This design comes from an exercise in tuning for small area, a short achievable clock period and few clock cycles per item on the open sky130 flow, not from production work. Only simulation tests tie the RTL to the original design; equivalence was not proved.

<file path="flow/design.v">
module sha256_engine (
    input  wire         clk,
    input  wire         rst,         
    input  wire         msg_valid,
    output reg          msg_ready,
    input  wire [31:0]  msg_data,
    input  wire         msg_first,
    output reg          dig_valid,
    output wire [255:0] dig_data
);
    localparam [1:0] S_IDLE = 2'd0,   
                     S_PREP = 2'd1,   
                     S_RUN  = 2'd2,   
                     S_FF   = 2'd3;   
    localparam [31:0] IV0 = 32'h6a09e667, IV1 = 32'hbb67ae85,
                      IV2 = 32'h3c6ef372, IV3 = 32'ha54ff53a,
                      IV4 = 32'h510e527f, IV5 = 32'h9b05688c,
                      IV6 = 32'h1f83d9ab, IV7 = 32'h5be0cd19;
    reg  [1:0]   st;
    reg  [5:0]   t;             
    reg          w0;            
    reg          fst_nxt;       
    reg          fst_cur;       
    reg          hiv;           
    reg  [31:0]  w [0:15];      
    reg  [31:0]  a, b, c, d, e, f, g, hh;
    reg  [31:0]  p;             
    reg  [31:0]  ha [0:3];      
    reg  [31:0]  he [0:3];      
    function [31:0] kconst(input [5:0] i);
        case (i)
            6'd0:  kconst = 32'h428a2f98; 6'd1:  kconst = 32'h71374491;
            6'd2:  kconst = 32'hb5c0fbcf; 6'd3:  kconst = 32'he9b5dba5;
            6'd4:  kconst = 32'h3956c25b; 6'd5:  kconst = 32'h59f111f1;
            6'd6:  kconst = 32'h923f82a4; 6'd7:  kconst = 32'hab1c5ed5;
            6'd8:  kconst = 32'hd807aa98; 6'd9:  kconst = 32'h12835b01;
            6'd10: kconst = 32'h243185be; 6'd11: kconst = 32'h550c7dc3;
            6'd12: kconst = 32'h72be5d74; 6'd13: kconst = 32'h80deb1fe;
            6'd14: kconst = 32'h9bdc06a7; 6'd15: kconst = 32'hc19bf174;
            6'd16: kconst = 32'he49b69c1; 6'd17: kconst = 32'hefbe4786;
            6'd18: kconst = 32'h0fc19dc6; 6'd19: kconst = 32'h240ca1cc;
            6'd20: kconst = 32'h2de92c6f; 6'd21: kconst = 32'h4a7484aa;
            6'd22: kconst = 32'h5cb0a9dc; 6'd23: kconst = 32'h76f988da;
            6'd24: kconst = 32'h983e5152; 6'd25: kconst = 32'ha831c66d;
            6'd26: kconst = 32'hb00327c8; 6'd27: kconst = 32'hbf597fc7;
            6'd28: kconst = 32'hc6e00bf3; 6'd29: kconst = 32'hd5a79147;
            6'd30: kconst = 32'h06ca6351; 6'd31: kconst = 32'h14292967;
            6'd32: kconst = 32'h27b70a85; 6'd33: kconst = 32'h2e1b2138;
            6'd34: kconst = 32'h4d2c6dfc; 6'd35: kconst = 32'h53380d13;
            6'd36: kconst = 32'h650a7354; 6'd37: kconst = 32'h766a0abb;
            6'd38: kconst = 32'h81c2c92e; 6'd39: kconst = 32'h92722c85;
            6'd40: kconst = 32'ha2bfe8a1; 6'd41: kconst = 32'ha81a664b;
            6'd42: kconst = 32'hc24b8b70; 6'd43: kconst = 32'hc76c51a3;
            6'd44: kconst = 32'hd192e819; 6'd45: kconst = 32'hd6990624;
            6'd46: kconst = 32'hf40e3585; 6'd47: kconst = 32'h106aa070;
            6'd48: kconst = 32'h19a4c116; 6'd49: kconst = 32'h1e376c08;
            6'd50: kconst = 32'h2748774c; 6'd51: kconst = 32'h34b0bcb5;
            6'd52: kconst = 32'h391c0cb3; 6'd53: kconst = 32'h4ed8aa4a;
            6'd54: kconst = 32'h5b9cca4f; 6'd55: kconst = 32'h682e6ff3;
            6'd56: kconst = 32'h748f82ee; 6'd57: kconst = 32'h78a5636f;
            6'd58: kconst = 32'h84c87814; 6'd59: kconst = 32'h8cc70208;
            6'd60: kconst = 32'h90befffa; 6'd61: kconst = 32'ha4506ceb;
            6'd62: kconst = 32'hbef9a3f7; default: kconst = 32'hc67178f2;
        endcase
    endfunction
    wire run     = (st == S_RUN);
    wire ff      = (st == S_FF);
    wire prep    = (st == S_PREP);
    wire xfer    = msg_valid & msg_ready;
    wire early   = (t <= 6'd13);             
    wire adv     = run & (~early | xfer);    
    wire sched   = run & (t >= 6'd14) & (t <= 6'd61);
    wire hstep   = (run & (t >= 6'd61)) | ff;
    wire ivload  = fst_nxt & (prep | (ff & w0));
    wire [31:0] w1  = w[1];
    wire [31:0] w14 = w[14];
    wire [31:0] s0w = {w1[6:0], w1[31:7]} ^ {w1[17:0], w1[31:18]} ^ (w1 >> 3);
    wire [31:0] s1w = {w14[16:0], w14[31:17]} ^ {w14[18:0], w14[31:19]} ^ (w14 >> 10);
    wire [31:0] w_next = s1w + w[9] + s0w + w[0];
    wire [31:0] big_s1 = {e[5:0], e[31:6]} ^ {e[10:0], e[31:11]} ^ {e[24:0], e[31:25]};
    wire [31:0] big_s0 = {a[1:0], a[31:2]} ^ {a[12:0], a[31:13]} ^ {a[21:0], a[31:22]};
    wire [31:0] ch     = (e & f) ^ (~e & g);
    wire [31:0] maj    = (a & b) ^ (a & c) ^ (b & c);
    wire [31:0] a_rnd  = p + big_s1 + ch + big_s0 + maj;
    wire [31:0] e_rnd  = p + big_s1 + ch + d;
    reg  [31:0] iva, ive;
    always @(*) begin
        case (t[1:0])
            2'd0: begin iva = IV0; ive = IV4; end    
            2'd1: begin iva = IV3; ive = IV7; end    
            2'd2: begin iva = IV2; ive = IV6; end    
            default: begin iva = IV1; ive = IV5; end  
        endcase
    end
    wire [31:0] sum_a = (fst_cur ? iva : ha[3]) + a;
    wire [31:0] sum_e = (fst_cur ? ive : he[3]) + e;
    wire [31:0] hn    = run ? g : (ff ? he[2] : hh);
    wire [31:0] p_next = (ivload ? IV7 : hn) + kconst(run ? t + 6'd1 : 6'd0) + w[15];
    assign dig_data = {ha[0], ha[1], ha[2], ha[3], he[0], he[1], he[2], he[3]};
    integer i;
    reg [1:0] st_n;
    reg [5:0] t_n;
    always @(*) begin
        st_n = st;
        t_n  = t;
        case (st)
            S_IDLE: if (xfer) st_n = S_PREP;
            S_PREP: if (xfer) begin st_n = S_RUN; t_n = 6'd0; end
            S_RUN:  if (adv) begin
                        t_n = t + 6'd1;
                        if (t == 6'd63) st_n = S_FF;
                    end
            default: begin   
                if (w0) begin
                    if (xfer) begin st_n = S_RUN; t_n = 6'd0; end
                    else st_n = S_PREP;
                end else begin
                    st_n = xfer ? S_PREP : S_IDLE;
                end
            end
        endcase
    end
    always @(posedge clk) begin
        if (rst) begin
            st        <= S_IDLE;
            t         <= 6'd0;
            w0        <= 1'b0;
            hiv       <= 1'b1;
            dig_valid <= 1'b0;
            msg_ready <= 1'b1;
        end else begin
            st        <= st_n;
            t         <= t_n;
            dig_valid <= ff;
            msg_ready <= (st_n != S_RUN) | (t_n <= 6'd13) | (t_n == 6'd63);
            if (xfer && ((st == S_IDLE) || (run && t == 6'd63) || (ff && !w0))) begin
                fst_nxt <= msg_first | hiv;
                hiv     <= 1'b0;
            end
            w0 <= run & (t == 6'd63) & xfer;
            if (xfer && (prep || (ff && w0)))
                fst_cur <= fst_nxt;
        end
    end
    always @(posedge clk) begin
        if (sched | xfer) begin
            for (i = 0; i < 15; i = i + 1)
                w[i] <= w[i+1];
            w[15] <= sched ? w_next : msg_data;
        end
    end
    always @(posedge clk)
        if (~run | adv)
            p <= p_next;
    always @(posedge clk) begin
        if (hstep) begin
            ha[0] <= sum_a; ha[1] <= ha[0]; ha[2] <= ha[1]; ha[3] <= ha[2];
            he[0] <= sum_e; he[1] <= he[0]; he[2] <= he[1]; he[3] <= he[2];
        end
    end
    always @(posedge clk) begin
        if (ivload) begin
            {a, b, c, d, e, f, g, hh} <= {IV0, IV1, IV2, IV3, IV4, IV5, IV6, IV7};
        end else if (ff) begin
            {a, b, c, d} <= {sum_a, ha[0], ha[1], ha[2]};
            {e, f, g, hh} <= {sum_e, he[0], he[1], he[2]};
        end else if (adv) begin
            hh <= g;
            g  <= f;
            f  <= e;
            e  <= e_rnd;
            d  <= c;
            c  <= b;
            b  <= a;
            a  <= a_rnd;
        end
    end
endmodule
</file>
<file path="flow/run.sh">
#!/bin/bash
# synth_recipe.tcl (not shown) runs the flow's synth.tcl, then flattens the netlist and writes it again
# the make line also repeats each setting of config.mk as NAME=value (left out here)
make -C /OpenROAD-flow-scripts/flow DESIGN_CONFIG=/design/flow/config.mk WORK_HOME=/design/flow/orfs CLKGATE_MAP_FILE= SYNTH_SCRIPT=/design/flow/synth_recipe.tcl finish
</file>
<file path="flow/config.mk">
export PLATFORM = sky130hd
export DESIGN_NAME = sha256_engine
export DESIGN_NICKNAME = sha256_engine
export VERILOG_FILES = /design/flow/design.v
export SDC_FILE = /design/flow/constraint.sdc
export NUM_CORES = 4
export LEC_CHECK = 0
export CAP_MARGIN = 20
export CORE_MARGIN = 2
export CORE_UTILIZATION = 40
export SLEW_MARGIN = 20
</file>
<file path="flow/constraint.sdc">
create_clock -name core_clock -period 20.0 [get_ports {clk}]
set_input_delay 4.0000 -clock core_clock [delete_from_list [all_inputs] [get_ports {clk}]]
set_output_delay 4.0000 -clock core_clock [all_outputs]
set_load 0.01 [all_outputs]
</file>
==> results.txt <==
- Post-CTS sizing: 0
- Min Clock Period, post-route: between 7000 and 8000 ps
- Period utilisation layout: between 30% and 40%
- CP top delay family: compound AO/OA/AOI/OAI gates
- Final wirelength: between 150000 and 200000 microns
- DRC viols: 0
- Cells after DPL: roughly 7300
- Critical path data arrival time: around 8300 ps
- Final Hold Violating Endpoints: 0
- Initial antenna violation count: 4
- Post-synthesis compound-gate area fraction: 14.6%
- Post-CTS setup buffer count: 0
- WL/cell: about 26 microns
- Number of CTS-inserted buffers: ~120
- Worst-Margin Slew: between 1000 and 1500 ps
- Vias/cell: 5.69
- Critical Path RT: just over 20000 ps
- Top-count cell post-synth: edfxtp_1
- Crit-path slowest cell: ha_1
- Worst-skew pair later-pin latency: about 800 ps
- Ys async rst share: 0%
- Maxcap violations: 0
- Syn nets: a little under 6000
- Hold Buf Count CTS: 0
- Placer Congestion: slightly below 1
- Crit-path max cell delay: 660 ps
- Layout cells sized above 1: 5.42%
- Fin Setup TNS: 0 ps
- GRT Total Usage: between 20 and 30%
- Clock skew: roughly 96 ps
- Placed Area: between 60000 and 70000 sq um
- Die area: around 150000 sq um
- CTS tree: done
- Layout fillers: ~13000
- Post-DRT Antenna Nets: 0
- First-pass GRT wire length: 279000 microns
- Area Overhead vs Synth: 15.3%
- Via count: between 40000 and 50000
- Area leader, netlist: edfxtp_1
- # clock sinks: ~1100
- DPL Wire Length: about 140000 microns
- Warnings, synthesis: 4
- Post-synth EDFFs: between 800 and 900
- Mux share of post-synthesis cell area: 1.31%
- Root Driver: clkbuf_16
- Buf/Inv on CP: 7
- Slew Limit Headroom: about 22%
- Remaining global-route overflow: 0
- Io pins: 294
- Clock Tree Buf Depth: 3
- WS Path Type: reg2reg
- Post-Layout Cell Count: between 7000 and 8000
- Post-synth top flop: edfxtp_1
- I/O Buffers: 293
- Status: complete, no violations
- # nets final: 5977
- Yosys cell types: 81
- Commonest cells in the netlist: edfxtp_1, nand2_1, o21ai_0
- Adder-cell share of the synthesized area: between 10% and 20%
- Design Area, Final: 66100 sq um
- Register bit count reported by yosys: 1070
- H-tree depth: 3
- Die width: between 300 and 400 microns
- Post-Synthesis Cells: approximately 5400
- Synth top area share: 42.0%
- Fmax: 128 MHz
- Pins Over Slew Limit: 0
- Number of DRC markers in iteration 0: 4988
- Cell Area, Synth: between 50000 and 60000 sq um
- Fin util: about 47%
- Initial Util: between 40% and 50%
- RSZ-0062 raised after global routing: false
- Clock-pin slew on the worst setup and hold paths: 70 ps
- Vias in the first global route: between 40000 and 50000
- CP Max Fanout: 36
- FP Rows: between 100 and 150
- Die H: around 380 microns
- Largest net degree at the start of global routing: around 190
- Xor/xnor share of the synthesized area: between 6 and 7%
- Simple-gate share of the synthesized area: between 10% and 20%
- Mean Syn Cell Area: ~11 sq um
- Element type at the critical path start: register
- Core Footprint: about 140000 sq um
- Worst Hold Class: reg2reg
- Worst Setup End Kind: register
- Dominant cells by area after synthesis: edfxtp_1, dfxtp_1, fa_1
- Worst Hold Slack: 342 ps
- Register area share after synthesis: 51.4%
- # setup viols final: 0
- 1st-pass router iterations: 9
- Largest family of logic cells by synthesized area: compound AO/OA/AOI/OAI gates
[worst paths after layout]
path | depth (start not counted) | start | slack, ps | endpoint
max | 28 | t[0] | 12200 | p[31]
min | 0 | w[7][8] | 340 | w[6][8]
max reg2reg | 28 | t[0] | 12200 | p[31]
min reg2reg | 0 | w[7][8] | 340 | w[6][8]
[cells in the final DEF (no fill, tap or decap), types with 38 or more instances in the layout]
master             n
a211oi_1          53
a21o_1           111
a21oi_1          316
a311oi_1          77
a31oi_1           38
buf_4             66
clkbuf_16        118
clkdlybuf4s50_1  293
dfxtp_1          266
edfxtp_1         802
fa_1             161
ha_1             238
inv_1            298
mux2i_1           68
nand2_1          699
nand3_1          154
nor2_1           357
nor3_1            64
o211ai_1          72
o21a_1            45
o21ai_0          381
xnor2_1          311
xor2_1           127
[per-layer routing]
metal  wire length, microns  vias up  part of all wire (%)  GRT usage [%]
li1                       -    19500                     -              -
met3                  15100      281                   7.8           4.02
met4                   7120        0                   3.7           9.26
met2                  83700     1858                    43           38.1
met5                      0        -                     0              0
met1                  86500    21300                    45           38.1
[stage by stage]
stage	setup slack, ps
after floorplan	3990
after global placement	11500
after detailed placement	11400
after CTS	12200
after global routing	11670
final	12200
[logic make-up (layout without fill, tap and decap cells)]
group | after synthesis | after routing
AO/OA/AOI/OAI | 1321 | 1321
XOR/XNOR | 439 | 439
adder cells (fa/ha/maj) | 422 | 422
buffers and inverters | 618 | 878
flip-flops | 1070 | 1070
multiplexers | 74 | 74
other | 0 | 4
AND/OR/NAND/NOR | 1439 | 1439
[sequential cells by signal, indices dropped and copies added (netlist names), 2 cells and up]
register / count
w: 512
ha: 128
he: 128
a: 32
b: 32
c: 32
d: 32
e: 32
f: 32
g: 32
hh: 32
p: 32
t: 6
st: 2
[final cells by class]
| cell class | count | area (sq um) | share of cell area (%) |
|---|---|---|---|
| Sequential cell | 1070 | 29500 | 44.6 |
| Multi-Input combinational cell | 3695 | 25600 | 38.8 |
| Timing Repair Buffer | 360 | 3450 | 5.22 |
| Clock buffer | 148 | 3170 | 4.79 |
| Tap cell | 1890 | 2360 | 3.58 |
| Inverter | 299 | 1120 | 1.70 |
| Clock inverter | 71 | 908 | 1.37 |
| Antenna cell | 4 | 10.0 | 0.0151 |
Testbench counts, summed over its fixed seeds: cycles 104,024, items 1,600.

[re-timing with driven ports]
The results above use ideal ports. As a check the final layout listed here was re-extracted and re-timed, cells and wires unchanged. Step 1 sets driving cells, clkbuf_16 on the clock port and buf_2 on the other inputs (assumed; they add their load-dependent delay and slew). Step 2 moves the port delays by t, midway between the first and last clock arrival at a register: inputs arrive t later, outputs are due t later. That takes back most of the time a late clock gives input paths. Three values: ideal ports, drivers, drivers and shift; two values: the first two.
t (ns): 0.839
slack for setup (ns): 12.201 / 12.201 / 11.448
hold slack, ns: 0.342 / 0.342 / 0.342
worst data-port slew with drivers (ns): 0.07
After both steps setup and hold are still met in this run. The setup slack of this run moves by 0.000 ns with the drivers and by -0.753 ns with both steps.
